Context: an optimization exercise on an open-source flow, tuned for small area, a short achievable clock period and few clock cycles per item. The choices shown serve that exercise and are no tape-out recipe.
At most, simulation tests tie the RTL to the original design; equivalence was not proved.
No functional check of the RTL was part of runs 1 to 3.

**flow/config.mk**
```make
export PLATFORM = sky130hd
export DESIGN_NAME = aes_enc_core
export DESIGN_NICKNAME = aes_enc_core
export VERILOG_FILES = /design/flow/design.v
export SDC_FILE = /design/flow/constraint.sdc
export NUM_CORES = 8
export LEC_CHECK = 0
export CAP_MARGIN = 20
export CORE_MARGIN = 2
export CORE_UTILIZATION = 60
export PLACE_DENSITY = 0.7
export SETUP_SLACK_MARGIN = 5
export SLEW_MARGIN = 20
```
**flow/constraint.sdc**
```tcl
create_clock -name core_clock -period 9.0 [get_ports {clk}]
set_input_delay 1.8000 -clock core_clock [delete_from_list [all_inputs] [get_ports {clk}]]
set_output_delay 1.8000 -clock core_clock [all_outputs]
set_load 0.01 [all_outputs]
```
**flow/design.v**
```verilog
module aes_sbox_top (
    input  wire [7:0] in,
    output wire [3:0] inv,
    output wire [3:0] tl       
);
    wire U0 = in[7], U1 = in[6], U2 = in[5], U3 = in[4];
    wire U4 = in[3], U5 = in[2], U6 = in[1], U7 = in[0];
    wire T1 = U0 ^ U3;
    wire T2 = U0 ^ U5;
    wire T3 = U0 ^ U6;
    wire T4 = U3 ^ U5;
    wire T5 = U4 ^ U6;
    wire T6 = T1 ^ T5;
    wire T7 = U1 ^ U2;
    wire T8 = U7 ^ T6;
    wire T9 = U7 ^ T7;
    wire T10 = T6 ^ T7;
    wire T11 = U1 ^ U5;
    wire T12 = U2 ^ U5;
    wire T13 = T3 ^ T4;
    wire T14 = T6 ^ T11;
    wire T15 = T5 ^ T11;
    wire T16 = T5 ^ T12;
    wire T17 = T9 ^ T16;
    wire T18 = U3 ^ U7;
    wire T19 = T7 ^ T18;
    wire T20 = T1 ^ T19;
    wire T21 = U6 ^ U7;
    wire T22 = T7 ^ T21;
    wire T23 = T2 ^ T22;
    wire T24 = T2 ^ T10;
    wire T25 = T20 ^ T17;
    wire T26 = T3 ^ T16;
    wire T27 = T1 ^ T12;
    wire M1 = T13 & T6;
    wire M2 = T23 & T8;
    wire M3 = T14 ^ M1;
    wire M4 = T19 & U7;
    wire M5 = M4 ^ M1;
    wire M6 = T3 & T16;
    wire M7 = T22 & T9;
    wire M8 = T26 ^ M6;
    wire M9 = T20 & T17;
    wire M10 = M9 ^ M6;
    wire M11 = T1 & T15;
    wire M12 = T4 & T27;
    wire M13 = M12 ^ M11;
    wire M14 = T2 & T10;
    wire M15 = M14 ^ M11;
    wire M16 = M3 ^ M2;
    wire M17 = M5 ^ T24;
    wire M18 = M8 ^ M7;
    wire M19 = M10 ^ M15;
    wire M20 = M16 ^ M13;
    wire M21 = M17 ^ M15;
    wire M22 = M18 ^ M13;
    wire M23 = M19 ^ T25;
    wire M24 = M22 ^ M23;
    wire M25 = M22 & M20;
    wire M26 = M21 ^ M25;
    wire M27 = M20 ^ M21;
    wire M28 = M23 ^ M25;
    wire M29 = M28 & M27;
    wire M30 = M26 & M24;
    wire M31 = M20 & M23;
    wire M32 = M27 & M31;
    wire M33 = M27 ^ M25;
    wire M34 = M21 & M22;
    wire M35 = M24 & M34;
    wire M36 = M24 ^ M25;
    wire M37 = M21 ^ M29;
    wire M38 = M32 ^ M33;
    wire M39 = M23 ^ M30;
    wire M40 = M35 ^ M36;
    assign inv = {M37, M38, M39, M40};
    assign tl  = {T8, T10, T17, T23};
endmodule
module aes_sbox_bot (
    input  wire [7:0] in,
    input  wire [3:0] inv,
    input  wire [3:0] tl,
    output wire [7:0] out
);
    wire U0 = in[7], U1 = in[6], U2 = in[5], U3 = in[4];
    wire U4 = in[3], U5 = in[2], U6 = in[1], U7 = in[0];
    wire T1 = U0 ^ U3;
    wire T2 = U0 ^ U5;
    wire T3 = U0 ^ U6;
    wire T4 = U3 ^ U5;
    wire T5 = U4 ^ U6;
    wire T6 = T1 ^ T5;
    wire T7 = U1 ^ U2;
    wire T8 = tl[3];
    wire T9 = U7 ^ T7;
    wire T10 = tl[2];
    wire T11 = U1 ^ U5;
    wire T12 = U2 ^ U5;
    wire T13 = T3 ^ T4;
    wire T14 = T6 ^ T11;
    wire T15 = T5 ^ T11;
    wire T16 = T5 ^ T12;
    wire T17 = tl[1];
    wire T18 = U3 ^ U7;
    wire T19 = T7 ^ T18;
    wire T20 = T1 ^ T19;
    wire T21 = U6 ^ U7;
    wire T22 = T7 ^ T21;
    wire T23 = tl[0];
    wire T24 = T2 ^ T10;
    wire T25 = T20 ^ T17;
    wire T26 = T3 ^ T16;
    wire T27 = T1 ^ T12;
    wire M37 = inv[3], M38 = inv[2], M39 = inv[1], M40 = inv[0];
    wire M41 = M38 ^ M40;
    wire M42 = M37 ^ M39;
    wire M43 = M37 ^ M38;
    wire M44 = M39 ^ M40;
    wire M45 = M42 ^ M41;
    wire M46 = M44 & T6;
    wire M47 = M40 & T8;
    wire M48 = M39 & U7;
    wire M49 = M43 & T16;
    wire M50 = M38 & T9;
    wire M51 = M37 & T17;
    wire M52 = M42 & T15;
    wire M53 = M45 & T27;
    wire M54 = M41 & T10;
    wire M55 = M44 & T13;
    wire M56 = M40 & T23;
    wire M57 = M39 & T19;
    wire M58 = M43 & T3;
    wire M59 = M38 & T22;
    wire M60 = M37 & T20;
    wire M61 = M42 & T1;
    wire M62 = M45 & T4;
    wire M63 = M41 & T2;
    wire L0 = M61 ^ M62;
    wire L1 = M50 ^ M56;
    wire L2 = M46 ^ M48;
    wire L3 = M47 ^ M55;
    wire L4 = M54 ^ M58;
    wire L5 = M49 ^ M61;
    wire L6 = M62 ^ L5;
    wire L7 = M46 ^ L3;
    wire L8 = M51 ^ M59;
    wire L9 = M52 ^ M53;
    wire L10 = M53 ^ L4;
    wire L11 = M60 ^ L2;
    wire L12 = M48 ^ M51;
    wire L13 = M50 ^ L0;
    wire L14 = M52 ^ M61;
    wire L15 = M55 ^ L1;
    wire L16 = M56 ^ L0;
    wire L17 = M57 ^ L1;
    wire L18 = M58 ^ L8;
    wire L19 = M63 ^ L4;
    wire L20 = L0 ^ L1;
    wire L21 = L1 ^ L7;
    wire L22 = L3 ^ L12;
    wire L23 = L18 ^ L2;
    wire L24 = L15 ^ L9;
    wire L25 = L6 ^ L10;
    wire L26 = L7 ^ L9;
    wire L27 = L8 ^ L10;
    wire L28 = L11 ^ L14;
    wire L29 = L11 ^ L17;
    assign out[7] = L6 ^ L24;
    assign out[6] = ~(L16 ^ L26);
    assign out[5] = ~(L19 ^ L28);
    assign out[4] = L6 ^ L21;
    assign out[3] = L20 ^ L22;
    assign out[2] = L25 ^ L29;
    assign out[1] = ~(L13 ^ L27);
    assign out[0] = ~(L6 ^ L23);
endmodule
module aes_sbox (
    input  wire [7:0] in,
    output wire [7:0] out
);
    wire [3:0] inv, tl;
    aes_sbox_top u_top (.in(in), .inv(inv), .tl(tl));
    aes_sbox_bot u_bot (.in(in), .inv(inv), .tl(tl), .out(out));
endmodule
module aes_enc_core (
    input  wire         clk,
    input  wire         rst,         
    input  wire         in_valid,
    output wire         in_ready,
    input  wire         key_256,     
    input  wire [255:0] key,
    input  wire [127:0] block_in,
    output reg          out_valid,
    output wire [127:0] block_out
);
    genvar i;
    integer b;
    reg  [127:0] st1;
    reg  [255:0] k1;
    reg          busy1, mode1, last1;
    reg  [3:0]   round1;
    reg  [7:0]   rcon1;
    reg          ksel_w, ksel_rw, ksel_rh;
    reg  [255:0] m2;         
    reg  [63:0]  km2;        
    reg  [255:0] k2;
    reg          busy2, mode2, last2;
    reg  [3:0]   round2;
    reg  [7:0]   rcon2;
    reg  [127:0] out_q;
    reg          in_ready_q;
    assign block_out = out_q;
    assign in_ready = in_ready_q;
    wire load = in_ready;
    wire [127:0] ark = st1 ^ k1[255:128];
    wire [31:0]  kx_in = ({32{ksel_w}}  & k1[31:0])
                       | ({32{ksel_rw}} & {k1[23:0], k1[31:24]})
                       | ({32{ksel_rh}} & {k1[151:128], k1[159:152]});
    wire [63:0]  inv1, tl1;
    wire [15:0]  kinv1, ktl1;
    generate
        for (i = 0; i < 16; i = i + 1) begin : g_sbt
            aes_sbox_top u_t (.in(ark[127-8*i -: 8]), .inv(inv1[63-4*i -: 4]),
                             .tl(tl1[63-4*i -: 4]));
        end
        for (i = 0; i < 4; i = i + 1) begin : g_ksbt
            aes_sbox_top u_t (.in(kx_in[31-8*i -: 8]), .inv(kinv1[15-4*i -: 4]),
                             .tl(ktl1[15-4*i -: 4]));
        end
    endgenerate
    wire [127:0] sub;
    generate
        for (i = 0; i < 16; i = i + 1) begin : g_sbb
            aes_sbox_bot u_b (.in(m2[255-16*i -: 8]), .inv(m2[247-16*i -: 4]),
                              .tl(m2[243-16*i -: 4]), .out(sub[127-8*i -: 8]));
        end
    endgenerate
    wire [127:0] shifted;
    generate
        for (i = 0; i < 16; i = i + 1) begin : g_sr
            localparam integer R = i % 4;
            localparam integer C = i / 4;
            localparam integer SRC = ((C + R) % 4) * 4 + R;
            assign shifted[127-8*i -: 8] = sub[127-8*SRC -: 8];
        end
    endgenerate
    wire [127:0] mixed;
    generate
        for (i = 0; i < 4; i = i + 1) begin : g_mc
            wire [7:0] a0 = shifted[127-32*i -: 8];
            wire [7:0] a1 = shifted[119-32*i -: 8];
            wire [7:0] a2 = shifted[111-32*i -: 8];
            wire [7:0] a3 = shifted[103-32*i -: 8];
            wire [7:0] d0 = a0 ^ a1;
            wire [7:0] d1 = a1 ^ a2;
            wire [7:0] d2 = a2 ^ a3;
            wire [7:0] d3 = a3 ^ a0;
            wire [7:0] x0 = {d0[6:0], 1'b0} ^ (d0[7] ? 8'h1b : 8'h00);
            wire [7:0] x1 = {d1[6:0], 1'b0} ^ (d1[7] ? 8'h1b : 8'h00);
            wire [7:0] x2 = {d2[6:0], 1'b0} ^ (d2[7] ? 8'h1b : 8'h00);
            wire [7:0] x3 = {d3[6:0], 1'b0} ^ (d3[7] ? 8'h1b : 8'h00);
            assign mixed[127-32*i -: 8] = x0 ^ (a1 ^ d2);
            assign mixed[119-32*i -: 8] = x1 ^ (a2 ^ d3);
            assign mixed[111-32*i -: 8] = x2 ^ (a3 ^ d0);
            assign mixed[103-32*i -: 8] = x3 ^ (a0 ^ d1);
        end
    endgenerate
    wire [31:0] kx_sub;
    generate
        for (i = 0; i < 4; i = i + 1) begin : g_ksbb
            aes_sbox_bot u_b (.in(km2[63-16*i -: 8]), .inv(km2[55-16*i -: 4]),
                              .tl(km2[51-16*i -: 4]), .out(kx_sub[31-8*i -: 8]));
        end
    endgenerate
    wire        kx_rot = !mode2 || round2[0];
    wire [31:0] b0 = k2[255:224] ^ {kx_rot ? rcon2 : 8'h00, 24'h0};
    wire [31:0] b1 = b0 ^ k2[223:192];
    wire [31:0] b2 = b1 ^ k2[191:160];
    wire [31:0] b3 = b2 ^ k2[159:128];
    wire [127:0] next_words = {b0, b1, b2, b3} ^ {4{kx_sub}};
    wire [127:0] this_key = mode2 ? k2[127:0] : next_words;
    always @(posedge clk) begin
        for (b = 0; b < 16; b = b + 1)
            m2[255-16*b -: 16] <= {ark[127-8*b -: 8], inv1[63-4*b -: 4], tl1[63-4*b -: 4]};
        for (b = 0; b < 4; b = b + 1)
            km2[63-16*b -: 16] <= {kx_in[31-8*b -: 8], kinv1[15-4*b -: 4], ktl1[15-4*b -: 4]};
        k2     <= k1;
        mode2  <= mode1;
        round2 <= round1;
        last2  <= last1;
        rcon2  <= rcon1;
        out_q <= shifted ^ this_key;
        if (load) begin
            st1    <= block_in;
            k1     <= key;
            mode1  <= key_256;
            round1 <= 4'd1;
            last1  <= 1'b0;
            rcon1  <= 8'h01;
            ksel_w  <= 1'b0;
            ksel_rw <= key_256;
            ksel_rh <= !key_256;
        end else begin
            st1    <= mixed;
            k1     <= {this_key, next_words};
            mode1  <= mode2;
            round1 <= round2 + 4'd1;
            last1  <= (round2 == (mode2 ? 4'd13 : 4'd9));
            rcon1  <= kx_rot ? ({rcon2[6:0], 1'b0} ^ (rcon2[7] ? 8'h1b : 8'h00)) : rcon2;
            ksel_w  <= mode2 && round2[0];
            ksel_rw <= mode2 && !round2[0];
            ksel_rh <= !mode2;
        end
    end
    always @(posedge clk) begin
        if (rst) begin
            busy1     <= 1'b0;
            busy2     <= 1'b0;
            out_valid <= 1'b0;
            in_ready_q <= 1'b1;
        end else begin
            busy2     <= busy1;
            busy1     <= load ? in_valid : (busy2 && !last2);
            out_valid <= busy2 && last2;
            in_ready_q <= (!busy1 || last1) &&
                          (load ? (!in_valid || !key_256)
                                : (!busy2 || last2 || !mode2 || round2 >= 4'd4));
        end
    end
endmodule
```
**flow/flow/run.sh**
```bash
#!/bin/bash
set -euo pipefail
rm -rf scripts
cp -r "$FLOW_HOME/scripts" scripts
cat > scripts/abc_speed.script <<'EOT'
&get -n
&st
&dch
&nf
&put
topo
stime -c
buffer -c
upsize -c
dnsize -c
EOT
bash standard.sh SCRIPTS_DIR="$PWD/scripts" SETUP_SLACK_MARGIN=5.6 \
  "BUFFER_PORTS_ARGS=-buffer_cell sky130_fd_sc_hd__buf_1" \
  "CTS_ARGS=-sink_clustering_enable -repair_clock_nets -dont_use_dummy_load -sink_clustering_size 24 -sink_clustering_max_diameter 120" finish > standard.log 2>&1
```
**flow/standard.sh**
```bash
#!/bin/bash
# synth_recipe.tcl (not shown) runs the flow's synth.tcl, then flattens the netlist and writes it again
# the make line also repeats each setting of config.mk as NAME=value (left out here)
make -C /OpenROAD-flow-scripts/flow DESIGN_CONFIG=/design/flow/config.mk WORK_HOME=/design/flow/orfs CLKGATE_MAP_FILE= SYNTH_SCRIPT=/design/flow/synth_recipe.tcl "${@:-finish}"
```
==> qor.yml, run 1 <==
synth:
  yosys_warnings: 1
  synthesis.area_um2: 60600
  yosysMostFrequentCell: "xnor2_1"
  synth-edff-count: 0
  seq_area_frac_synth: 0.371
  syn_inst: 5770
  synth_cell_types: 60
  synth_flop_cell: "dfxtp_1"
  synth.area.top_cells: "dfxtp_1 (37%), xnor2_1 (21%), xor2_1 (11%)"
  synthTopCellsByCount: "xnor2_1 (1441), dfxtp_1 (1123), xor2_1 (744), nand2_1 (712), o21ai_0 (438)"
  yosysTopAreaCell: "dfxtp_1"
  syn_nets: 6200
  synth_top_area_share: 0.371
  synth-seq-cells: 1123
  async_flop_share: 0
  synth_area_per_cell_um2: 10.5
global_routing:
  grt_max_degree: 196
  antenna_found_initial: 8
  grt_pass1_vias: 40100
  grt_usage: 0.355
  overflow: 0
  grt_first_pass_wirelength_um: 265000
sta:
  setup_violations: 0
  slew_viol_final: 0
  post-route-period-util: 0.378
  rsz0062_at_grt: "true"
  min_period_ns: 3.40
  hold_violations: 0
  slew-limit-headroom: 0.347
  fmax_mhz: 294
  holdWs_ns: 0.313
  fin_setup_tns_ns: 0
  fin_worst_skew_ns: 0.0504
  worst_pin_slew_ns: 0.969
setup_path:
  worstSetupPathType: "reg -> reg"
  path_cells: "xnor2_1 > xnor2_1 > nand2_1 > xor2_1 > xor2_1 > xor3_1 > xor2_1 > xor2_1 > o21ai_0"
  critical_path_arrival_ns: 3.96
  crit_path_max_fanout: 4
  crit_top_cell: "xor2_1"
  cp.required_ns: 9.56
  slowest_delay_ns: 0.60
  start_kind: "flop"
  end_kind: "flop"
  critical_path.slowest_cell: "xor3_1"
cells_and_area:
  fill_cells: 7863
  multiInputGateArea_um2: 39600
  nNetsFinal: 6749
  layout-drive-gt1-share: 0.0950
  regArea_um2: 22500
  final-instance-count-excl-fill: 7617
  area_growth_pct: 12.7
clock_tree:
  clk_pin_slew_ns: 0.10
  insertion_delay_ns: 0.71
  root_buffer: "clkbuf_16"
  htree_levels: 2
  cts_tree: "yes"
  cts_num_sinks: 1123
  max-clock-path-buffers: 3
  numCtsBuffers: 52
place:
  place_congestion: 0.991
  dp_cells: 7473
  place_hpwl_um: 154000
  port_buffers: 517
outcome:
  status: "finished clean"
worst_hold_path:
  hold_class: "reg -> reg"
floorplan:
  fp.dieH_um: 322
  start_util: 0.605
  rows: 116
  core_area_um2: 100000
  io_pins: 518
  die_area_um2: 104000
  die_w_um: 322
detailed_routing:
  detail-route-antenna-nets: 0
  vias: 41500
  drc: 0
  drt-total-wl_um: 189000
  drt-pass1-iter-count: 8
  drt-vias-per-instance: 5.44
  wl_per_cell_um: 24.8
  drt_iter0_markers: 3766
flow_run:
  maxCapViolCount: 0
repair_timing:
action | CTS | global route
gates resized for setup | 131 | 261
setup buffers | 50 | 40
endpoints found under the setup margin | 215 | 295
hold buffers | 0 | 0
pin swaps | 29 | 37
placed cells by master (no fill, tap or decap), types with 7 or more instances in the layout:
cell,n
buf_4,106
nor2_2,11
nand2_1,712
a211oi_1,9
o21a_1,36
buf_1,517
inv_1,107
xor2_2,86
nor2b_1,31
xnor2_1,1302
mux2i_1,50
xor2_1,642
and2_1,10
xnor3_2,57
xor3_2,7
xnor2_4,25
xnor3_1,233
a222oi_1,32
nand2b_1,39
xnor2_2,139
xor2_4,21
mux2_2,45
xor3_1,60
clkbuf_16,52
o21ai_1,17
a21oi_1,54
ha_1,42
nor2_1,240
o21ai_0,431
dfxtp_1,1114
kinds of logic (layout without fill, tap and decap cells):
logic type	Yosys count	after routing	synth area share
xor gates and xnor gates	2572	2572	0.458
DFF	1123	1123	0.371
and+or+nand+nor	1066	1066	0.0705
AOI/OAI and AO/OA	623	623	0.0579
buffers and inverters	244	791	0.0164
muxes	100	100	0.0174
adders and majority gates	42	42	0.00867
other	0	2	0
critical path, delay by kind of cell (launching register included):
kind,cells,cell delay [ns]
AOI/OAI and AO/OA,1,0.46
and+or+nand+nor,1,0.15
DFF,1,0.39
xor gates and xnor gates,7,2.24
final timing paths:
check,start,to,slack [ns],cells after the start
setup / recovery,m2[106]$_DFF_P_,st1[85]$_DFF_P_,5.60,9
hold / removal,k1[95]$_DFF_P_,k2[95]$_DFF_P_,0.31,0
setup reg to reg,m2[106]$_DFF_P_,st1[85]$_DFF_P_,5.60,9
hold reg to reg,k1[95]$_DFF_P_,k2[95]$_DFF_P_,0.31,0
per-stage QoR:
step / utilization / setup WS, ns / cell area (um^2)
floorplan: - / 5.72 / 60600
global placement: 0.637 / 4.97 / 63800
detailed placement: 0.637 / 4.92 / 63800
CTS: 0.662 / 5.52 / 66300
global route: 0.682 / 5.48 / 68300
finish: 0.682 / 5.60 / 68300
cell type report:
type / instances / area share
timing repair buffer: 630 / 0.0416
sequential: 1123 / 0.329
antenna: 2 / 0.0000733
multi-input combinational: 4403 / 0.580
clock buffer: 52 / 0.0190
tap: 1298 / 0.0238
inverter: 109 / 0.00606
state kept, by name (all words and copies together) (netlist names), 4 cells and up:
signal / flops
k1: 256
st1: 128
round2: 4
rcon1: 8
m2: 256
rcon2: 8
out_q: 128
k2: 256
km2: 64
round1: 4
routing by layer:
| layer | GRT usage | vias to the layer above | share of wire |
|---|---|---|---|
| met5 | 0 | - | 0.00022 |
| met3 | 0.0560 | 336 | 0.079 |
| met4 | 0.158 | 6 | 0.053 |
| met1 | 0.478 | 20000 | 0.42 |
| li1 | - | 19500 | - |
| met2 | 0.565 | 1622 | 0.45 |
==> inputs of run 2 (changes only) <==
--- a/flow/design.v
+++ b/flow/design.v
@@ -1,7 +1,8 @@
 module aes_sbox_top (
-    input  wire [7:0] in,
-    output wire [3:0] inv,
-    output wire [3:0] tl       
+    input  wire [7:0]  in,
+    output wire [3:0]  inv,
+    output wire [3:0]  tl,     
+    output wire [17:0] tv      
 );
     wire U0 = in[7], U1 = in[6], U2 = in[5], U3 = in[4];
     wire U4 = in[3], U5 = in[2], U6 = in[1], U7 = in[0];
@@ -74,6 +75,8 @@
     wire M40 = M35 ^ M36;
     assign inv = {M37, M38, M39, M40};
     assign tl  = {T8, T10, T17, T23};
+    assign tv  = {T1, T2, T3, T4, T6, T8, T9, T10, T13, T15, T16, T17, T19, T20,
+                  T22, T23, T27, U7};
 endmodule
 module aes_sbox_bot (
     input  wire [7:0] in,
@@ -173,12 +176,85 @@
     assign out[1] = ~(L13 ^ L27);
     assign out[0] = ~(L6 ^ L23);
 endmodule
+module aes_sbox_bot_t (
+    input  wire [17:0] tv,
+    input  wire [3:0]  inv,
+    output wire [7:0]  out
+);
+    wire T1 = tv[17], T2 = tv[16], T3 = tv[15], T4 = tv[14], T6 = tv[13];
+    wire T8 = tv[12], T9 = tv[11], T10 = tv[10], T13 = tv[9], T15 = tv[8];
+    wire T16 = tv[7], T17 = tv[6], T19 = tv[5], T20 = tv[4], T22 = tv[3];
+    wire T23 = tv[2], T27 = tv[1], U7 = tv[0];
+    wire M37 = inv[3], M38 = inv[2], M39 = inv[1], M40 = inv[0];
+    wire M41 = M38 ^ M40;
+    wire M42 = M37 ^ M39;
+    wire M43 = M37 ^ M38;
+    wire M44 = M39 ^ M40;
+    wire M45 = M42 ^ M41;
+    wire M46 = M44 & T6;
+    wire M47 = M40 & T8;
+    wire M48 = M39 & U7;
+    wire M49 = M43 & T16;
+    wire M50 = M38 & T9;
+    wire M51 = M37 & T17;
+    wire M52 = M42 & T15;
+    wire M53 = M45 & T27;
+    wire M54 = M41 & T10;
+    wire M55 = M44 & T13;
+    wire M56 = M40 & T23;
+    wire M57 = M39 & T19;
+    wire M58 = M43 & T3;
+    wire M59 = M38 & T22;
+    wire M60 = M37 & T20;
+    wire M61 = M42 & T1;
+    wire M62 = M45 & T4;
+    wire M63 = M41 & T2;
+    wire L0 = M61 ^ M62;
+    wire L1 = M50 ^ M56;
+    wire L2 = M46 ^ M48;
+    wire L3 = M47 ^ M55;
+    wire L4 = M54 ^ M58;
+    wire L5 = M49 ^ M61;
+    wire L6 = M62 ^ L5;
+    wire L7 = M46 ^ L3;
+    wire L8 = M51 ^ M59;
+    wire L9 = M52 ^ M53;
+    wire L10 = M53 ^ L4;
+    wire L11 = M60 ^ L2;
+    wire L12 = M48 ^ M51;
+    wire L13 = M50 ^ L0;
+    wire L14 = M52 ^ M61;
+    wire L15 = M55 ^ L1;
+    wire L16 = M56 ^ L0;
+    wire L17 = M57 ^ L1;
+    wire L18 = M58 ^ L8;
+    wire L19 = M63 ^ L4;
+    wire L20 = L0 ^ L1;
+    wire L21 = L1 ^ L7;
+    wire L22 = L3 ^ L12;
+    wire L23 = L18 ^ L2;
+    wire L24 = L15 ^ L9;
+    wire L25 = L6 ^ L10;
+    wire L26 = L7 ^ L9;
+    wire L27 = L8 ^ L10;
+    wire L28 = L11 ^ L14;
+    wire L29 = L11 ^ L17;
+    assign out[7] = L6 ^ L24;
+    assign out[6] = ~(L16 ^ L26);
+    assign out[5] = ~(L19 ^ L28);
+    assign out[4] = L6 ^ L21;
+    assign out[3] = L20 ^ L22;
+    assign out[2] = L25 ^ L29;
+    assign out[1] = ~(L13 ^ L27);
+    assign out[0] = ~(L6 ^ L23);
+endmodule
 module aes_sbox (
     input  wire [7:0] in,
     output wire [7:0] out
 );
     wire [3:0] inv, tl;
-    aes_sbox_top u_top (.in(in), .inv(inv), .tl(tl));
+    wire [17:0] tv;
+    aes_sbox_top u_top (.in(in), .inv(inv), .tl(tl), .tv(tv));
     aes_sbox_bot u_bot (.in(in), .inv(inv), .tl(tl), .out(out));
 endmodule
 module aes_enc_core (
@@ -200,7 +276,7 @@
     reg  [3:0]   round1;
     reg  [7:0]   rcon1;
     reg          ksel_w, ksel_rw, ksel_rh;
-    reg  [255:0] m2;         
+    reg  [351:0] m2;         
     reg  [63:0]  km2;        
     reg  [255:0] k2;
     reg          busy2, mode2, last2;
@@ -216,22 +292,23 @@
                        | ({32{ksel_rw}} & {k1[23:0], k1[31:24]})
                        | ({32{ksel_rh}} & {k1[151:128], k1[159:152]});
     wire [63:0]  inv1, tl1;
+    wire [287:0] tv1;
     wire [15:0]  kinv1, ktl1;
     generate
         for (i = 0; i < 16; i = i + 1) begin : g_sbt
             aes_sbox_top u_t (.in(ark[127-8*i -: 8]), .inv(inv1[63-4*i -: 4]),
-                             .tl(tl1[63-4*i -: 4]));
+                             .tl(tl1[63-4*i -: 4]), .tv(tv1[287-18*i -: 18]));
         end
         for (i = 0; i < 4; i = i + 1) begin : g_ksbt
             aes_sbox_top u_t (.in(kx_in[31-8*i -: 8]), .inv(kinv1[15-4*i -: 4]),
-                             .tl(ktl1[15-4*i -: 4]));
+                             .tl(ktl1[15-4*i -: 4]), .tv());
         end
     endgenerate
     wire [127:0] sub;
     generate
         for (i = 0; i < 16; i = i + 1) begin : g_sbb
-            aes_sbox_bot u_b (.in(m2[255-16*i -: 8]), .inv(m2[247-16*i -: 4]),
-                              .tl(m2[243-16*i -: 4]), .out(sub[127-8*i -: 8]));
+            aes_sbox_bot_t u_b (.tv(m2[351-22*i -: 18]), .inv(m2[333-22*i -: 4]),
+                                .out(sub[127-8*i -: 8]));
         end
     endgenerate
     wire [127:0] shifted;
@@ -250,6 +327,7 @@
             wire [7:0] a1 = shifted[119-32*i -: 8];
             wire [7:0] a2 = shifted[111-32*i -: 8];
             wire [7:0] a3 = shifted[103-32*i -: 8];
+            wire [7:0] t  = a0 ^ a1 ^ a2 ^ a3;
             wire [7:0] d0 = a0 ^ a1;
             wire [7:0] d1 = a1 ^ a2;
             wire [7:0] d2 = a2 ^ a3;
@@ -258,10 +336,10 @@
             wire [7:0] x1 = {d1[6:0], 1'b0} ^ (d1[7] ? 8'h1b : 8'h00);
             wire [7:0] x2 = {d2[6:0], 1'b0} ^ (d2[7] ? 8'h1b : 8'h00);
             wire [7:0] x3 = {d3[6:0], 1'b0} ^ (d3[7] ? 8'h1b : 8'h00);
-            assign mixed[127-32*i -: 8] = x0 ^ (a1 ^ d2);
-            assign mixed[119-32*i -: 8] = x1 ^ (a2 ^ d3);
-            assign mixed[111-32*i -: 8] = x2 ^ (a3 ^ d0);
-            assign mixed[103-32*i -: 8] = x3 ^ (a0 ^ d1);
+            assign mixed[127-32*i -: 8] = a0 ^ t ^ x0;
+            assign mixed[119-32*i -: 8] = a1 ^ t ^ x1;
+            assign mixed[111-32*i -: 8] = a2 ^ t ^ x2;
+            assign mixed[103-32*i -: 8] = a3 ^ t ^ x3;
         end
     endgenerate
     wire [31:0] kx_sub;
@@ -277,10 +355,11 @@
     wire [31:0] b2 = b1 ^ k2[191:160];
     wire [31:0] b3 = b2 ^ k2[159:128];
     wire [127:0] next_words = {b0, b1, b2, b3} ^ {4{kx_sub}};
-    wire [127:0] this_key = mode2 ? k2[127:0] : next_words;
+    wire [127:0] tk_base = mode2 ? k2[127:0] : {b0, b1, b2, b3};
+    wire [31:0]  tk_sub  = mode2 ? 32'h0 : kx_sub;
     always @(posedge clk) begin
         for (b = 0; b < 16; b = b + 1)
-            m2[255-16*b -: 16] <= {ark[127-8*b -: 8], inv1[63-4*b -: 4], tl1[63-4*b -: 4]};
+            m2[351-22*b -: 22] <= {tv1[287-18*b -: 18], inv1[63-4*b -: 4]};
         for (b = 0; b < 4; b = b + 1)
             km2[63-16*b -: 16] <= {kx_in[31-8*b -: 8], kinv1[15-4*b -: 4], ktl1[15-4*b -: 4]};
         k2     <= k1;
@@ -288,7 +367,7 @@
         round2 <= round1;
         last2  <= last1;
         rcon2  <= rcon1;
-        out_q <= shifted ^ this_key;
+        out_q <= (shifted ^ tk_base) ^ {4{tk_sub}};
         if (load) begin
             st1    <= block_in;
             k1     <= key;
@@ -301,7 +380,7 @@
             ksel_rh <= !key_256;
         end else begin
             st1    <= mixed;
-            k1     <= {this_key, next_words};
+            k1     <= {mode2 ? k2[127:0] : next_words, next_words};
             mode1  <= mode2;
             round1 <= round2 + 4'd1;
             last1  <= (round2 == (mode2 ? 4'd13 : 4'd9));
--- a/flow/flow/run.sh
+++ b/flow/flow/run.sh
@@ -6,11 +6,11 @@
 &get -n
 &st
 &dch
-&nf
+&nf -R 1000
 &put
+buffer -c
 topo
 stime -c
-buffer -c
 upsize -c
 dnsize -c
 EOT
==> run 2 against run 1 <==
Cell count up 6.8%. Flip-flop and latch count up 96. First-iteration DRC count up 23%. Cell area down 1.7%. Die area down 1.8%. Maximum frequency up 0.12%. Hold slack worse by 0.026 ns. Highest routed layer unchanged.
==> qor.yml, run 2 <==
clock_tree:
  insertion_delay_ns: 0.72
  cts_num_sinks: 1219
  root_buffer: "clkbuf_16"
  max-clock-path-buffers: 3
  cts_tree: "yes"
  numCtsBuffers: 56
  htree_levels: 2
  clk_pin_slew_ns: 0.10
  postCtsHoldBufs: 0
detailed_routing:
  detail-route-antenna-nets: 0
  wl_per_cell_um: 24.1
  drc: 0
  drt-vias-per-instance: 5.40
  vias: 43900
  drt-total-wl_um: 196000
  drt-pass1-iter-count: 8
  drt_iter0_markers: 4617
synth:
  synth_top_area_share: 0.410
  synth-edff-count: 0
  synthTopCellsByCount: "xnor2_1 (1685), dfxtp_1 (1219), nand2_1 (922), xor2_1 (905), o21ai_0 (362)"
  syn_nets: 6671
  synth.area.top_cells: "dfxtp_1 (41%), xnor2_1 (25%), xor2_1 (13%)"
  synth_area_per_cell_um2: 9.54
  synthesis.area_um2: 59500
  yosysTopAreaCell: "dfxtp_1"
  synth-seq-cells: 1219
  synth_cell_types: 48
  synth_flop_cell: "dfxtp_1"
  async_flop_share: 0
  yosys_warnings: 1
  syn_inst: 6241
  seq_area_frac_synth: 0.410
  yosysMostFrequentCell: "xnor2_1"
setup_path:
  critical_path_arrival_ns: 4.00
  cp.required_ns: 9.60
  crit_path_max_fanout: 4
  end_kind: "flop"
  worstSetupPathType: "reg -> reg"
  start_kind: "flop"
  worstRegToRegCells: 11
outcome:
  status: "finished clean"
flow_run:
  maxCapViolCount: 0
floorplan:
  core_area_um2: 98400
  die_area_um2: 102000
  start_util: 0.605
  rows: 115
  fp.dieH_um: 319
  io_pins: 518
  die_w_um: 319
global_routing:
  grt_pass1_vias: 42200
  grt_usage: 0.372
  grt_max_degree: 120
  overflow: 0
  grt_first_pass_wirelength_um: 277000
  antenna_found_initial: 4
sta:
  holdWs_ns: 0.287
  post-route-period-util: 0.378
  slew-limit-headroom: 0.0941
  setup_violations: 0
  slew_viol_final: 0
  fmax_mhz: 294
  rsz0062_at_grt: "true"
  hold_violations: 0
  fin_worst_skew_ns: 0.0670
  fin_setup_tns_ns: 0
  min_period_ns: 3.40
  worst_pin_slew_ns: 1.35
cells_and_area:
  area_growth_pct: 12.8
  design_area_um2: 67200
  nNetsFinal: 7279
  largestRegisters: "m2 x352, k1 x256, k2 x256"
  final-instance-count-excl-fill: 8135
  top_register: "m2"
  fin_util: 0.682
  largest_reg_flops: 352
  final_cell_mix: "xnor2_1 (1536), dfxtp_1 (1208), nand2_1 (922), xor2_1 (871), buf_1 (517)"
  layout-drive-gt1-share: 0.0778
  layout_commonest_cell: "xnor2_1"
place:
  port_buffers: 517
  place_congestion: 1.03
  placed_cell_area_um2: 63300
  place_hpwl_um: 159000
  dp_cells: 7990
worst_hold_path:
  hold_class: "reg -> reg"
  hold_depth: 0
-- run 2: cell count changes in the layout (fill, tap and decap cells not counted), sizes merged, moves of 67 or more --
cell,change
xnor3,-290
buf,+74
xnor2,+272
nand2b,+78
xor2,+172
xor3,-67
a21o,+95
nand2,+213
dfxtp,+96
-- run 2: worst paths after layout --
path	start	endpoint	slack (ns)
hold reg to reg	k1[95]$_DFF_P_	k2[95]$_DFF_P_	0.29
setup reg to reg	m2[244]$_DFF_P_	st1[75]$_DFF_P_	5.60
setup / recovery	m2[244]$_DFF_P_	st1[75]$_DFF_P_	5.60
hold / removal	k1[95]$_DFF_P_	k2[95]$_DFF_P_	0.29
-- run 2: cell families after synthesis --
family                     count (synthesis)  share of synthesized area
AOI/OAI and AO/OA                        668                     0.0652
xor gates and xnor gates                2659                      0.401
and+or+nand+nor                         1367                     0.0937
adders and majority gates                 42                    0.00883
muxes                                     28                    0.00471
buffers and inverters                    258                     0.0167
DFF                                     1219                      0.410
-- run 2: timing repair --
action                     4_1_cts  5_1_grt
setup buffers                   32       56
gates resized for setup         59      179
setup endpoints to repair       97      218
pin swaps                       18       31
-- run 2: worst max-delay path, cell delays in order (launching register included) --
cell and delay, ns:
dfxtp_1 0.44, xor2_1 0.30, xor2_1 0.21, nand2_1 0.11
xor2_2 0.34, xor2_1 0.21, xnor2_2 0.50, xor2_1 0.32
xor2_1 0.32, xnor2_1 0.14, xnor2_1 0.14, o21ai_1 0.24
-- run 2: layout make-up --
| type | count | area (um^2) |
|---|---|---|
| Tap cell | 1287 | 1610 |
| Fill cell | 8110 | 31300 |
| Clock buffer | 56 | 1400 |
| Inverter | 104 | 390 |
| Timing Repair Buffer | 704 | 3360 |
| Multi-Input combinational cell | 4764 | 36000 |
| Sequential cell | 1219 | 24400 |
| Antenna cell | 1 | 2.50 |
-- run 2: metrics by stage --
step | setup WS [ns]
2_1_floorplan | 5.73
3_5_place_dp | 5.07
5_1_grt | 5.46
4_1_cts | 5.57
3_3_place_gp | 5.20
6_report | 5.60
-- run 2: metal layers --
| layer | GRT usage | vias up | wire (um) |
|---|---|---|---|
| met5 | 0 | - | 15 |
| met4 | 0.189 | 2 | 11600 |
| met3 | 0.0380 | 376 | 15700 |
| met2 | 0.581 | 1928 | 86700 |
| met1 | 0.512 | 20900 | 81800 |
| li1 | - | 20700 | - |
==> inputs of run 3 (changes only) <==
--- a/flow/design.v
+++ b/flow/design.v
@@ -209,44 +209,69 @@
     wire M61 = M42 & T1;
     wire M62 = M45 & T4;
     wire M63 = M41 & T2;
-    wire L0 = M61 ^ M62;
-    wire L1 = M50 ^ M56;
-    wire L2 = M46 ^ M48;
-    wire L3 = M47 ^ M55;
-    wire L4 = M54 ^ M58;
-    wire L5 = M49 ^ M61;
-    wire L6 = M62 ^ L5;
-    wire L7 = M46 ^ L3;
-    wire L8 = M51 ^ M59;
-    wire L9 = M52 ^ M53;
-    wire L10 = M53 ^ L4;
-    wire L11 = M60 ^ L2;
-    wire L12 = M48 ^ M51;
-    wire L13 = M50 ^ L0;
-    wire L14 = M52 ^ M61;
-    wire L15 = M55 ^ L1;
-    wire L16 = M56 ^ L0;
-    wire L17 = M57 ^ L1;
-    wire L18 = M58 ^ L8;
-    wire L19 = M63 ^ L4;
-    wire L20 = L0 ^ L1;
-    wire L21 = L1 ^ L7;
-    wire L22 = L3 ^ L12;
-    wire L23 = L18 ^ L2;
-    wire L24 = L15 ^ L9;
-    wire L25 = L6 ^ L10;
-    wire L26 = L7 ^ L9;
-    wire L27 = L8 ^ L10;
-    wire L28 = L11 ^ L14;
-    wire L29 = L11 ^ L17;
-    assign out[7] = L6 ^ L24;
-    assign out[6] = ~(L16 ^ L26);
-    assign out[5] = ~(L19 ^ L28);
-    assign out[4] = L6 ^ L21;
-    assign out[3] = L20 ^ L22;
-    assign out[2] = L25 ^ L29;
-    assign out[1] = ~(L13 ^ L27);
-    assign out[0] = ~(L6 ^ L23);
+    wire Q1 = M48 ^ M51;
+    wire Q2 = M47 ^ M50;
+    wire Q3 = M56 ^ Q2;
+    wire Q4 = M61 ^ Q1;
+    wire Q5 = M62 ^ Q4;
+    wire Q6 = M58 ^ M63;
+    wire Q7 = M49 ^ M59;
+    wire Q8 = M52 ^ M60;
+    wire Q9 = Q6 ^ Q8;
+    wire Q10 = M62 ^ Q3;
+    wire Q11 = M55 ^ Q3;
+    wire Q12 = Q11 ^ Q5;
+    wire Q13 = M46 ^ M58;
+    wire Q14 = Q13 ^ Q7;
+    wire Q15 = Q14 ^ Q5;
+    wire Q16 = M59 ^ M50;
+    wire Q17 = M51 ^ M61;
+    wire Q18 = M58 ^ Q16;
+    wire Q19 = M54 ^ M53;
+    wire Q20 = Q18 ^ Q17;
+    wire Q21 = M62 ^ Q20;
+    wire Q22 = Q19 ^ Q21;
+    wire Q23 = M50 ^ M48;
+    wire Q24 = M46 ^ M48;
+    wire Q25 = M57 ^ M56;
+    wire Q26 = M60 ^ M61;
+    wire Q27 = M54 ^ M61;
+    wire Q28 = Q24 ^ Q27;
+    wire Q29 = Q28 ^ Q9;
+    wire Q30 = M46 ^ M49;
+    wire Q31 = M46 ^ M49;
+    wire Q32 = Q23 ^ M58;
+    wire Q33 = Q25 ^ M54;
+    wire Q34 = M53 ^ Q32;
+    wire Q35 = M62 ^ Q26;
+    wire Q36 = Q33 ^ Q30;
+    wire Q37 = Q36 ^ Q35;
+    wire Q38 = Q34 ^ Q37;
+    wire Q39 = M61 ^ M55;
+    wire Q40 = Q31 ^ Q39;
+    wire Q41 = Q10 ^ Q40;
+    wire Q42 = M56 ^ M47;
+    wire Q43 = Q42 ^ M61;
+    wire Q44 = M46 ^ M52;
+    wire Q45 = M55 ^ M53;
+    wire Q46 = M62 ^ Q44;
+    wire Q47 = Q43 ^ Q46;
+    wire Q48 = Q45 ^ Q47;
+    wire Q49 = M50 ^ M56;
+    wire Q50 = M61 ^ M52;
+    wire Q51 = M49 ^ Q49;
+    wire Q52 = M55 ^ M53;
+    wire Q53 = Q51 ^ M62;
+    wire Q54 = Q50 ^ Q52;
+    wire Q55 = Q53 ^ Q54;
+    assign out[7] = Q55;
+    assign out[6] = ~Q48;
+    assign out[5] = ~Q29;
+    assign out[4] = Q41;
+    assign out[3] = Q12;
+    assign out[2] = Q38;
+    assign out[1] = ~Q22;
+    assign out[0] = ~Q15;
 endmodule
 module aes_sbox (
     input  wire [7:0] in,
==> run 3 against run 2 <==
Still clean. Critical path depth fell by 9. Synthesized cell count rose by 2.4%. Wire length rose by 7.9%. Setup slack improved by 0.023 ns. Maximum frequency rose by 0.69%. Largest cell class unchanged. Highest routed layer unchanged.
==> qor.yml, run 3 <==
setup_path:
  crit_family: "flip-flops"
  critical_path_arrival_ns: 1.58
  r2r_setup_slack_ns: 5.63
  worstSetupPathType: "reg -> out"
  path_cells: "buf_16 > buf_1"
  worstRegToRegCells: 9
  timing.rr.start: "km2[9]$_DFF_P_"
  slowest_delay_ns: 0.45
  reg2reg_to: "out_q[66]$_DFF_P_"
  crit_path_end: "in_ready"
  start_kind: "flop"
  end_kind: "output pin"
  cp.required_ns: 7.20
  crit_path_max_fanout: 25
  cp-startpoint: "in_ready_q$_SDFF_PP1_"
  critical_path_depth: 2
  crit_buf_inv: 2
  critical_path.slowest_cell: "dfxtp_4"
flow_run:
  maxCapViolCount: 0
floorplan:
  core_area_um2: 100000
  start_util: 0.605
  fp.dieH_um: 321
  io_pins: 518
  die_w_um: 321
  die_area_um2: 103000
  rows: 116
sta:
  slew_viol_final: 0
  setup_violations: 0
  holdWs_ns: 0.293
  slew-limit-headroom: 0.126
  fin_worst_skew_ns: 0.0676
  rsz0062_at_grt: "true"
  fin_setup_tns_ns: 0
  worst_slack_ns: 5.62
  hold_violations: 0
  worst_pin_slew_ns: 1.31
  min_period_ns: 3.38
  fmax_mhz: 296
  post-route-period-util: 0.375
synth:
  synth-seq-cells: 1219
  syn_inst: 6389
  synth_flop_cell: "dfxtp_1"
  syn_nets: 6819
  synthesis.area_um2: 60500
  yosys_warnings: 1
  seq_area_frac_synth: 0.404
  synth_cell_types: 42
  async_flop_share: 0
  synthTopCellsByCount: "xnor2_1 (1838), dfxtp_1 (1219), xor2_1 (936), nand2_1 (935), o21ai_0 (377)"
  yosysMostFrequentCell: "xnor2_1"
  synth.area.top_cells: "dfxtp_1 (40%), xnor2_1 (27%), xor2_1 (14%)"
  synth_top_area_share: 0.404
  synth-edff-count: 0
  synth_area_per_cell_um2: 9.46
  yosysTopAreaCell: "dfxtp_1"
clock_tree:
  insertion_delay_ns: 0.74
  postCtsHoldBufs: 0
  numCtsBuffers: 56
  clk_pin_slew_ns: 0.10
  cts_tree: "yes"
  cts_num_sinks: 1219
  root_buffer: "clkbuf_16"
  htree_levels: 2
  max-clock-path-buffers: 3
cells_and_area:
  final_cell_mix: "xnor2_1 (1659), dfxtp_1 (1215), nand2_1 (935), xor2_1 (866), buf_1 (517)"
  layout-drive-gt1-share: 0.0824
  largest_reg_flops: 352
  final-instance-count-excl-fill: 8322
  nNetsFinal: 7449
  largestRegisters: "m2 x352, k1 x256, k2 x256"
  top_register: "m2"
  layout_commonest_cell: "xnor2_1"
  area_growth_pct: 14.2
detailed_routing:
  wl_per_cell_um: 25.4
  drc: 0
  detail-route-antenna-nets: 0
  drt-vias-per-instance: 5.45
  vias: 45300
  drt-pass1-iter-count: 7
  drt-total-wl_um: 211000
  drt_iter0_markers: 4863
global_routing:
  overflow: 0
  grt_first_pass_wirelength_um: 292000
  grt_max_degree: 220
  grt_usage: 0.393
  antenna_found_initial: 12
  grt_pass1_vias: 43200
place:
  dp_slack_ns: 5.00
  port_buffers: 517
  place_congestion: 1.02
  place_hpwl_um: 168000
  dp_cells: 8144
outcome:
  status: "finished clean"
worst_hold_path:
  hold_class: "reg -> reg"
-- run 3: cell count changes after synthesis, moves of 5 or more --
cell / before / now
a31oi_1: 8 / 14
buf_1: 3 / 14
clkbuf_1: 146 / 131
mux2i_1: 28 / 23
nand2_1: 922 / 935
nor2_1: 262 / 268
o21ai_0: 362 / 377
o21ai_1: 32 / 15
xnor2_1: 1685 / 1838
xnor2_2: 50 / 23
xor2_1: 905 / 936
-- run 3: stage by stage --
stage | area [um^2] | util
after global placement | 64200 | 0.642
after floorplan | 60500 | -
after detailed placement | 64300 | 0.643
final | 69100 | 0.691
after global routing | 69100 | 0.691
after CTS | 66800 | 0.668
-- run 3: repair_timing --
action                                  4_1_cts  5_1_grt
resized for setup                            84      225
setup buffers                                52       60
cloned                                        2        1
endpoints found under the setup margin      162      242
pin swaps                                    29       33
endpoints found under the hold margin         0        0
-- run 3: area by class of cell --
type / instances / area, um^2
repair buffers: 723 / 3670
fillers: 8123 / 30900
multi-input cells: 4915 / 37600
well taps: 1298 / 1620
clock buffers: 56 / 1400
diodes: 7 / 17.5
flip-flops and latches: 1219 / 24400
inverters: 104 / 392
-- run 3: worst min-delay path by stage --
stage	from	end	slack, ns	depth (start not counted)
2_1_floorplan	k1[100]$_DFF_P_	k2[100]$_DFF_P_	0.31	0
3_3_place_gp	k1[53]$_DFF_P_	k2[53]$_DFF_P_	0.31	0
3_5_place_dp	k1[86]$_DFF_P_	k2[86]$_DFF_P_	0.31	0
4_1_cts	rcon1[4]$_SDFF_PP0_	rcon2[4]$_DFF_P_	0.29	0
5_1_grt	rcon1[4]$_SDFF_PP0_	rcon2[4]$_DFF_P_	0.31	0
6_report	rcon1[4]$_SDFF_PP0_	rcon2[4]$_DFF_P_	0.29	0
-- run 3: kinds of logic after synthesis --
family / Yosys count / synth area share
fa+ha+maj: 42 / 0.00869
simple gates: 1378 / 0.0926
mux: 26 / 0.00437
buf+inv: 255 / 0.0160
xor+xnor: 2810 / 0.412
compound gates: 659 / 0.0631
flops: 1219 / 0.404
-- run 3: metal layers --
| metal | track usage | wire length [um] |
|---|---|---|
| met1 | 0.520 | 85900 |
| met2 | 0.613 | 93500 |
| met3 | 0.0615 | 17900 |
| met4 | 0.220 | 13900 |
| met5 | 0 | 39 |
==> inputs of run 4 (changes only) <==
--- a/flow/design.v
+++ b/flow/design.v
@@ -1,7 +1,6 @@
 module aes_sbox_top (
     input  wire [7:0]  in,
     output wire [3:0]  inv,
-    output wire [3:0]  tl,     
     output wire [17:0] tv      
 );
     wire U0 = in[7], U1 = in[6], U2 = in[5], U3 = in[4];
@@ -74,45 +73,18 @@
     wire M39 = M23 ^ M30;
     wire M40 = M35 ^ M36;
     assign inv = {M37, M38, M39, M40};
-    assign tl  = {T8, T10, T17, T23};
     assign tv  = {T1, T2, T3, T4, T6, T8, T9, T10, T13, T15, T16, T17, T19, T20,
                   T22, T23, T27, U7};
 endmodule
 module aes_sbox_bot (
-    input  wire [7:0] in,
-    input  wire [3:0] inv,
-    input  wire [3:0] tl,
-    output wire [7:0] out
+    input  wire [17:0] tv,
+    input  wire [3:0]  inv,
+    output wire [7:0]  out
 );
-    wire U0 = in[7], U1 = in[6], U2 = in[5], U3 = in[4];
-    wire U4 = in[3], U5 = in[2], U6 = in[1], U7 = in[0];
-    wire T1 = U0 ^ U3;
-    wire T2 = U0 ^ U5;
-    wire T3 = U0 ^ U6;
-    wire T4 = U3 ^ U5;
-    wire T5 = U4 ^ U6;
-    wire T6 = T1 ^ T5;
-    wire T7 = U1 ^ U2;
-    wire T8 = tl[3];
-    wire T9 = U7 ^ T7;
-    wire T10 = tl[2];
-    wire T11 = U1 ^ U5;
-    wire T12 = U2 ^ U5;
-    wire T13 = T3 ^ T4;
-    wire T14 = T6 ^ T11;
-    wire T15 = T5 ^ T11;
-    wire T16 = T5 ^ T12;
-    wire T17 = tl[1];
-    wire T18 = U3 ^ U7;
-    wire T19 = T7 ^ T18;
-    wire T20 = T1 ^ T19;
-    wire T21 = U6 ^ U7;
-    wire T22 = T7 ^ T21;
-    wire T23 = tl[0];
-    wire T24 = T2 ^ T10;
-    wire T25 = T20 ^ T17;
-    wire T26 = T3 ^ T16;
-    wire T27 = T1 ^ T12;
+    wire T1 = tv[17], T2 = tv[16], T3 = tv[15], T4 = tv[14], T6 = tv[13];
+    wire T8 = tv[12], T9 = tv[11], T10 = tv[10], T13 = tv[9], T15 = tv[8];
+    wire T16 = tv[7], T17 = tv[6], T19 = tv[5], T20 = tv[4], T22 = tv[3];
+    wire T23 = tv[2], T27 = tv[1], U7 = tv[0];
     wire M37 = inv[3], M38 = inv[2], M39 = inv[1], M40 = inv[0];
     wire M41 = M38 ^ M40;
     wire M42 = M37 ^ M39;
@@ -176,112 +148,6 @@
     assign out[1] = ~(L13 ^ L27);
     assign out[0] = ~(L6 ^ L23);
 endmodule
-module aes_sbox_bot_t (
-    input  wire [17:0] tv,
-    input  wire [3:0]  inv,
-    output wire [7:0]  out
-);
-    wire T1 = tv[17], T2 = tv[16], T3 = tv[15], T4 = tv[14], T6 = tv[13];
-    wire T8 = tv[12], T9 = tv[11], T10 = tv[10], T13 = tv[9], T15 = tv[8];
-    wire T16 = tv[7], T17 = tv[6], T19 = tv[5], T20 = tv[4], T22 = tv[3];
-    wire T23 = tv[2], T27 = tv[1], U7 = tv[0];
-    wire M37 = inv[3], M38 = inv[2], M39 = inv[1], M40 = inv[0];
-    wire M41 = M38 ^ M40;
-    wire M42 = M37 ^ M39;
-    wire M43 = M37 ^ M38;
-    wire M44 = M39 ^ M40;
-    wire M45 = M42 ^ M41;
-    wire M46 = M44 & T6;
-    wire M47 = M40 & T8;
-    wire M48 = M39 & U7;
-    wire M49 = M43 & T16;
-    wire M50 = M38 & T9;
-    wire M51 = M37 & T17;
-    wire M52 = M42 & T15;
-    wire M53 = M45 & T27;
-    wire M54 = M41 & T10;
-    wire M55 = M44 & T13;
-    wire M56 = M40 & T23;
-    wire M57 = M39 & T19;
-    wire M58 = M43 & T3;
-    wire M59 = M38 & T22;
-    wire M60 = M37 & T20;
-    wire M61 = M42 & T1;
-    wire M62 = M45 & T4;
-    wire M63 = M41 & T2;
-    wire Q1 = M48 ^ M51;
-    wire Q2 = M47 ^ M50;
-    wire Q3 = M56 ^ Q2;
-    wire Q4 = M61 ^ Q1;
-    wire Q5 = M62 ^ Q4;
-    wire Q6 = M58 ^ M63;
-    wire Q7 = M49 ^ M59;
-    wire Q8 = M52 ^ M60;
-    wire Q9 = Q6 ^ Q8;
-    wire Q10 = M62 ^ Q3;
-    wire Q11 = M55 ^ Q3;
-    wire Q12 = Q11 ^ Q5;
-    wire Q13 = M46 ^ M58;
-    wire Q14 = Q13 ^ Q7;
-    wire Q15 = Q14 ^ Q5;
-    wire Q16 = M59 ^ M50;
-    wire Q17 = M51 ^ M61;
-    wire Q18 = M58 ^ Q16;
-    wire Q19 = M54 ^ M53;
-    wire Q20 = Q18 ^ Q17;
-    wire Q21 = M62 ^ Q20;
-    wire Q22 = Q19 ^ Q21;
-    wire Q23 = M50 ^ M48;
-    wire Q24 = M46 ^ M48;
-    wire Q25 = M57 ^ M56;
-    wire Q26 = M60 ^ M61;
-    wire Q27 = M54 ^ M61;
-    wire Q28 = Q24 ^ Q27;
-    wire Q29 = Q28 ^ Q9;
-    wire Q30 = M46 ^ M49;
-    wire Q31 = M46 ^ M49;
-    wire Q32 = Q23 ^ M58;
-    wire Q33 = Q25 ^ M54;
-    wire Q34 = M53 ^ Q32;
-    wire Q35 = M62 ^ Q26;
-    wire Q36 = Q33 ^ Q30;
-    wire Q37 = Q36 ^ Q35;
-    wire Q38 = Q34 ^ Q37;
-    wire Q39 = M61 ^ M55;
-    wire Q40 = Q31 ^ Q39;
-    wire Q41 = Q10 ^ Q40;
-    wire Q42 = M56 ^ M47;
-    wire Q43 = Q42 ^ M61;
-    wire Q44 = M46 ^ M52;
-    wire Q45 = M55 ^ M53;
-    wire Q46 = M62 ^ Q44;
-    wire Q47 = Q43 ^ Q46;
-    wire Q48 = Q45 ^ Q47;
-    wire Q49 = M50 ^ M56;
-    wire Q50 = M61 ^ M52;
-    wire Q51 = M49 ^ Q49;
-    wire Q52 = M55 ^ M53;
-    wire Q53 = Q51 ^ M62;
-    wire Q54 = Q50 ^ Q52;
-    wire Q55 = Q53 ^ Q54;
-    assign out[7] = Q55;
-    assign out[6] = ~Q48;
-    assign out[5] = ~Q29;
-    assign out[4] = Q41;
-    assign out[3] = Q12;
-    assign out[2] = Q38;
-    assign out[1] = ~Q22;
-    assign out[0] = ~Q15;
-endmodule
-module aes_sbox (
-    input  wire [7:0] in,
-    output wire [7:0] out
-);
-    wire [3:0] inv, tl;
-    wire [17:0] tv;
-    aes_sbox_top u_top (.in(in), .inv(inv), .tl(tl), .tv(tv));
-    aes_sbox_bot u_bot (.in(in), .inv(inv), .tl(tl), .out(out));
-endmodule
 module aes_enc_core (
     input  wire         clk,
     input  wire         rst,         
@@ -302,7 +168,7 @@
     reg  [7:0]   rcon1;
     reg          ksel_w, ksel_rw, ksel_rh;
     reg  [351:0] m2;         
-    reg  [63:0]  km2;        
+    reg  [87:0]  km2;        
     reg  [255:0] k2;
     reg          busy2, mode2, last2;
     reg  [3:0]   round2;
@@ -316,24 +182,25 @@
     wire [31:0]  kx_in = ({32{ksel_w}}  & k1[31:0])
                        | ({32{ksel_rw}} & {k1[23:0], k1[31:24]})
                        | ({32{ksel_rh}} & {k1[151:128], k1[159:152]});
-    wire [63:0]  inv1, tl1;
+    wire [63:0]  inv1;
     wire [287:0] tv1;
-    wire [15:0]  kinv1, ktl1;
+    wire [15:0]  kinv1;
+    wire [71:0]  ktv1;
     generate
         for (i = 0; i < 16; i = i + 1) begin : g_sbt
             aes_sbox_top u_t (.in(ark[127-8*i -: 8]), .inv(inv1[63-4*i -: 4]),
-                             .tl(tl1[63-4*i -: 4]), .tv(tv1[287-18*i -: 18]));
+                             .tv(tv1[287-18*i -: 18]));
         end
         for (i = 0; i < 4; i = i + 1) begin : g_ksbt
             aes_sbox_top u_t (.in(kx_in[31-8*i -: 8]), .inv(kinv1[15-4*i -: 4]),
-                             .tl(ktl1[15-4*i -: 4]), .tv());
+                             .tv(ktv1[71-18*i -: 18]));
         end
     endgenerate
     wire [127:0] sub;
     generate
         for (i = 0; i < 16; i = i + 1) begin : g_sbb
-            aes_sbox_bot_t u_b (.tv(m2[351-22*i -: 18]), .inv(m2[333-22*i -: 4]),
-                                .out(sub[127-8*i -: 8]));
+            aes_sbox_bot u_b (.tv(m2[351-22*i -: 18]), .inv(m2[333-22*i -: 4]),
+                              .out(sub[127-8*i -: 8]));
         end
     endgenerate
     wire [127:0] shifted;
@@ -370,8 +237,8 @@
     wire [31:0] kx_sub;
     generate
         for (i = 0; i < 4; i = i + 1) begin : g_ksbb
-            aes_sbox_bot u_b (.in(km2[63-16*i -: 8]), .inv(km2[55-16*i -: 4]),
-                              .tl(km2[51-16*i -: 4]), .out(kx_sub[31-8*i -: 8]));
+            aes_sbox_bot u_b (.tv(km2[87-22*i -: 18]), .inv(km2[69-22*i -: 4]),
+                              .out(kx_sub[31-8*i -: 8]));
         end
     endgenerate
     wire        kx_rot = !mode2 || round2[0];
@@ -386,7 +253,7 @@
         for (b = 0; b < 16; b = b + 1)
             m2[351-22*b -: 22] <= {tv1[287-18*b -: 18], inv1[63-4*b -: 4]};
         for (b = 0; b < 4; b = b + 1)
-            km2[63-16*b -: 16] <= {kx_in[31-8*b -: 8], kinv1[15-4*b -: 4], ktl1[15-4*b -: 4]};
+            km2[87-22*b -: 22] <= {ktv1[71-18*b -: 18], kinv1[15-4*b -: 4]};
         k2     <= k1;
         mode2  <= mode1;
         round2 <= round1;
==> run 4 against run 3 <==
Setup slack improved by 0.013 ns. Wire length fell by 9.8%. Non-clock buffer count fell by 30. Maximum frequency rose by 0.40%. Clock skew fell by 0.025 ns. Critical endpoint is now st1[12]$_DFF_P_. Highest routed layer is now met4.
==> qor.yml, run 4 <==
synth:
  synth_cell_types: 40
  synth_top_area_share: 0.424
  synth_xor_area_frac: 0.391
  synthMuxAreaShare: 0.00430
  syn_inst: 6150
  synth-compound-area-share: 0.0614
  yosys_warnings: 1
  synth_area_per_cell_um2: 9.55
  synthTopCellsByCount: "xnor2_1 (1645), dfxtp_1 (1243), nand2_1 (975), xor2_1 (952), o21ai_0 (385)"
  yosysMostFrequentCell: "xnor2_1"
  async_flop_share: 0
  synth-seq-cells: 1243
  yosysTopAreaCell: "dfxtp_1"
  synthesis.area_um2: 58700
  seq_area_frac_synth: 0.424
  synth_fa_ha_area_frac: 0.00895
  synth.area.top_cells: "dfxtp_1 (42%), xnor2_1 (25%), xor2_1 (14%)"
  syn_nets: 6580
  yosys.area_share.simple: 0.0954
  synth_top_family_by_area: "XOR/XNOR gates"
  synth-edff-count: 0
  synth_flop_cell: "dfxtp_1"
global_routing:
  grt_pass1_vias: 41400
  met2_usage: 0.582
  antenna_found_initial: 5
  overflow: 0
  grt_first_pass_wirelength_um: 266000
  met1_usage: 0.498
  top_usage_layer: "met2"
  grt_max_degree: 200
  grt_util_met3: 0.0412
  grt_usage: 0.365
setup_path:
  crit_path_max_fanout: 4
  timing.rr.start: "m2[310]$_DFF_P_"
  cp.required_ns: 9.53
  crit_buf_inv: 0
  path_cells: "xor2_1 > xor2_1 > nand2_1 > xor2_2 > xnor2_1 > xnor2_2 > xor2_1 > xnor2_1 > xnor2_1 > o21ai_0"
  crit_family: "XOR/XNOR gates"
  worstSetupPathType: "reg -> reg"
  r2r_setup_slack_ns: 5.64
  worstRegToRegCells: 10
  critical_path.slowest_cell: "xor2_1"
  reg2reg_to: "st1[12]$_DFF_P_"
  slowest_delay_ns: 0.53
  end_kind: "flop"
  start_kind: "flop"
  critical_path_arrival_ns: 3.89
detailed_routing:
  drc: 0
  vias: 43000
  drt-total-wl_um: 190000
  detail-route-antenna-nets: 0
  drt-vias-per-instance: 5.35
  wl_per_cell_um: 23.7
  drt-pass1-iter-count: 8
  drt_iter0_markers: 4034
clock_tree:
  max-clock-path-buffers: 3
  clk_pin_slew_ns: 0.11
  numCtsBuffers: 57
  htree_levels: 2
  cts_num_sinks: 1243
  insertion_delay_ns: 0.72
  root_buffer: "clkbuf_16"
  cts_tree: "yes"
sta:
  rsz0062_at_grt: "true"
  setup_violations: 0
  fin_setup_tns_ns: 0
  min_period_ns: 3.36
  worst_pin_slew_ns: 1.37
  slew-limit-headroom: 0.0861
  hold_violations: 0
  holdWs_ns: 0.319
  fin_worst_skew_ns: 0.0425
  fmax_mhz: 297
  post-route-period-util: 0.374
  slew_viol_final: 0
  worst_slack_ns: 5.64
cells_and_area:
  antennaDiodeCount: 0
  multiInputGateArea_um2: 35200
  area_growth_pct: 13.8
  largestRegisters: "m2 x352, k1 x256, k2 x256"
  top_register: "m2"
  layout-drive-gt1-share: 0.0743
  layout_commonest_cell: "xnor2_1"
  nNetsFinal: 7186
  final-instance-count-excl-fill: 8030
  fin_util: 0.690
  largest_reg_flops: 352
  design_area_um2: 66800
  regArea_um2: 24900
  final_cell_mix: "xnor2_1 (1466), dfxtp_1 (1238), nand2_1 (975), xor2_1 (895), buf_1 (517)"
  fill_cells: 7882
place:
  placed_cell_area_um2: 62500
  port_buffers: 517
  place_congestion: 1.02
  dp_cells: 7885
  dp_slack_ns: 5.05
  place_hpwl_um: 153000
floorplan:
  rows: 114
  die_area_um2: 100000
  start_util: 0.606
  fp.dieH_um: 317
  core_area_um2: 96900
  die_w_um: 317
  io_pins: 518
worst_hold_path:
  hold_class: "reg -> reg"
  min_to: "k2[89]$_DFF_P_"
  hold_depth: 0
  min_from: "k1[89]$_DFF_P_"
flow_run:
  maxCapViolCount: 0
outcome:
  status: "finished clean"
run 4: per-layer routing:
metal / wire (um) / part of all wire
met5: 0 / 0
met4: 10700 / 0.056
met3: 13400 / 0.071
met2: 84900 / 0.45
met1: 81400 / 0.43
run 4: cells by family (layout without fill, tap and decap cells):
| family | Yosys count | count (layout) |
|---|---|---|
| AND/OR/NAND/NOR | 1379 | 1379 |
| multiplexers | 25 | 25 |
| flip-flops | 1243 | 1243 |
| adder cells (fa/ha/maj) | 42 | 42 |
| AO/OA/AOI/OAI | 625 | 625 |
| XOR/XNOR | 2611 | 2611 |
| buffers and inverters | 225 | 829 |
run 4: worst max-delay path by stage:
stage	from	to	depth (start not counted)
final	m2[310]$_DFF_P_	st1[12]$_DFF_P_	10
after global routing	m2[135]$_DFF_P_	st1[74]$_DFF_P_	11
after CTS	m2[135]$_DFF_P_	st1[74]$_DFF_P_	11
after detailed placement	m2[245]$_DFF_P_	st1[74]$_DFF_P_	11
after global placement	m2[245]$_DFF_P_	st1[87]$_DFF_P_	11
after floorplan	ksel_w$_SDFF_PP0_	km2[68]$_DFF_P_	12
run 4: layout make-up:
type                            count  area share
Multi-Input combinational cell   4682       0.527
Timing Repair Buffer              693      0.0502
Tap cell                         1276      0.0239
Clock buffer                       57      0.0213
Inverter                           79     0.00444
Sequential cell                  1243       0.373
run 4: what timing repair did:
action                                 4_1_cts  5_1_grt
gates resized for setup                     83      203
setup buffers                               36       52
hold buffers                                 0        0
setup endpoints to repair                  154      279
pin swaps                                   20       32
endpoints found under the hold margin        0        0
Testbench counts of run 4, summed over its fixed seeds: cycles 23,252, items 1,920.

-- port drivers added, routing unchanged --
No port has a modelled driver above. Below, the same layouts with a new extraction and two added sets of constraints. Step 1 (the two cells are an assumption about what drives the block):
set clk [get_ports {clk}]
set_driving_cell -lib_cell sky130_fd_sc_hd__clkbuf_16 $clk
set_driving_cell -lib_cell sky130_fd_sc_hd__buf_2 [delete_from_list [all_inputs] $clk]
Step 2, shift: input delay + t, output delay - t, t = (earliest + latest rising clock arrival at the registers) / 2. This alone moves slack from input paths to output paths. Slacks: no drivers / after step 1 / after step 2; pairs: no drivers / after step 1.
run | t, ns | setup WS [ns] | clock arrival spread, ns | cell pins on the clock port's net
run 1 | 0.761 | 5.595 / 5.595 / 5.595 | 0.053 / 0.054 | 1
run 2 | 0.756 | 5.599 / 5.581 / 5.599 | 0.074 / 0.073 | 1
run 3 | 0.784 | 5.622 / 5.544 / 5.631 | 0.067 / 0.067 | 1
run 4 | 0.773 | 5.636 / 5.571 / 5.636 | 0.047 / 0.046 | 1
After both steps every run listed still meets setup and hold.
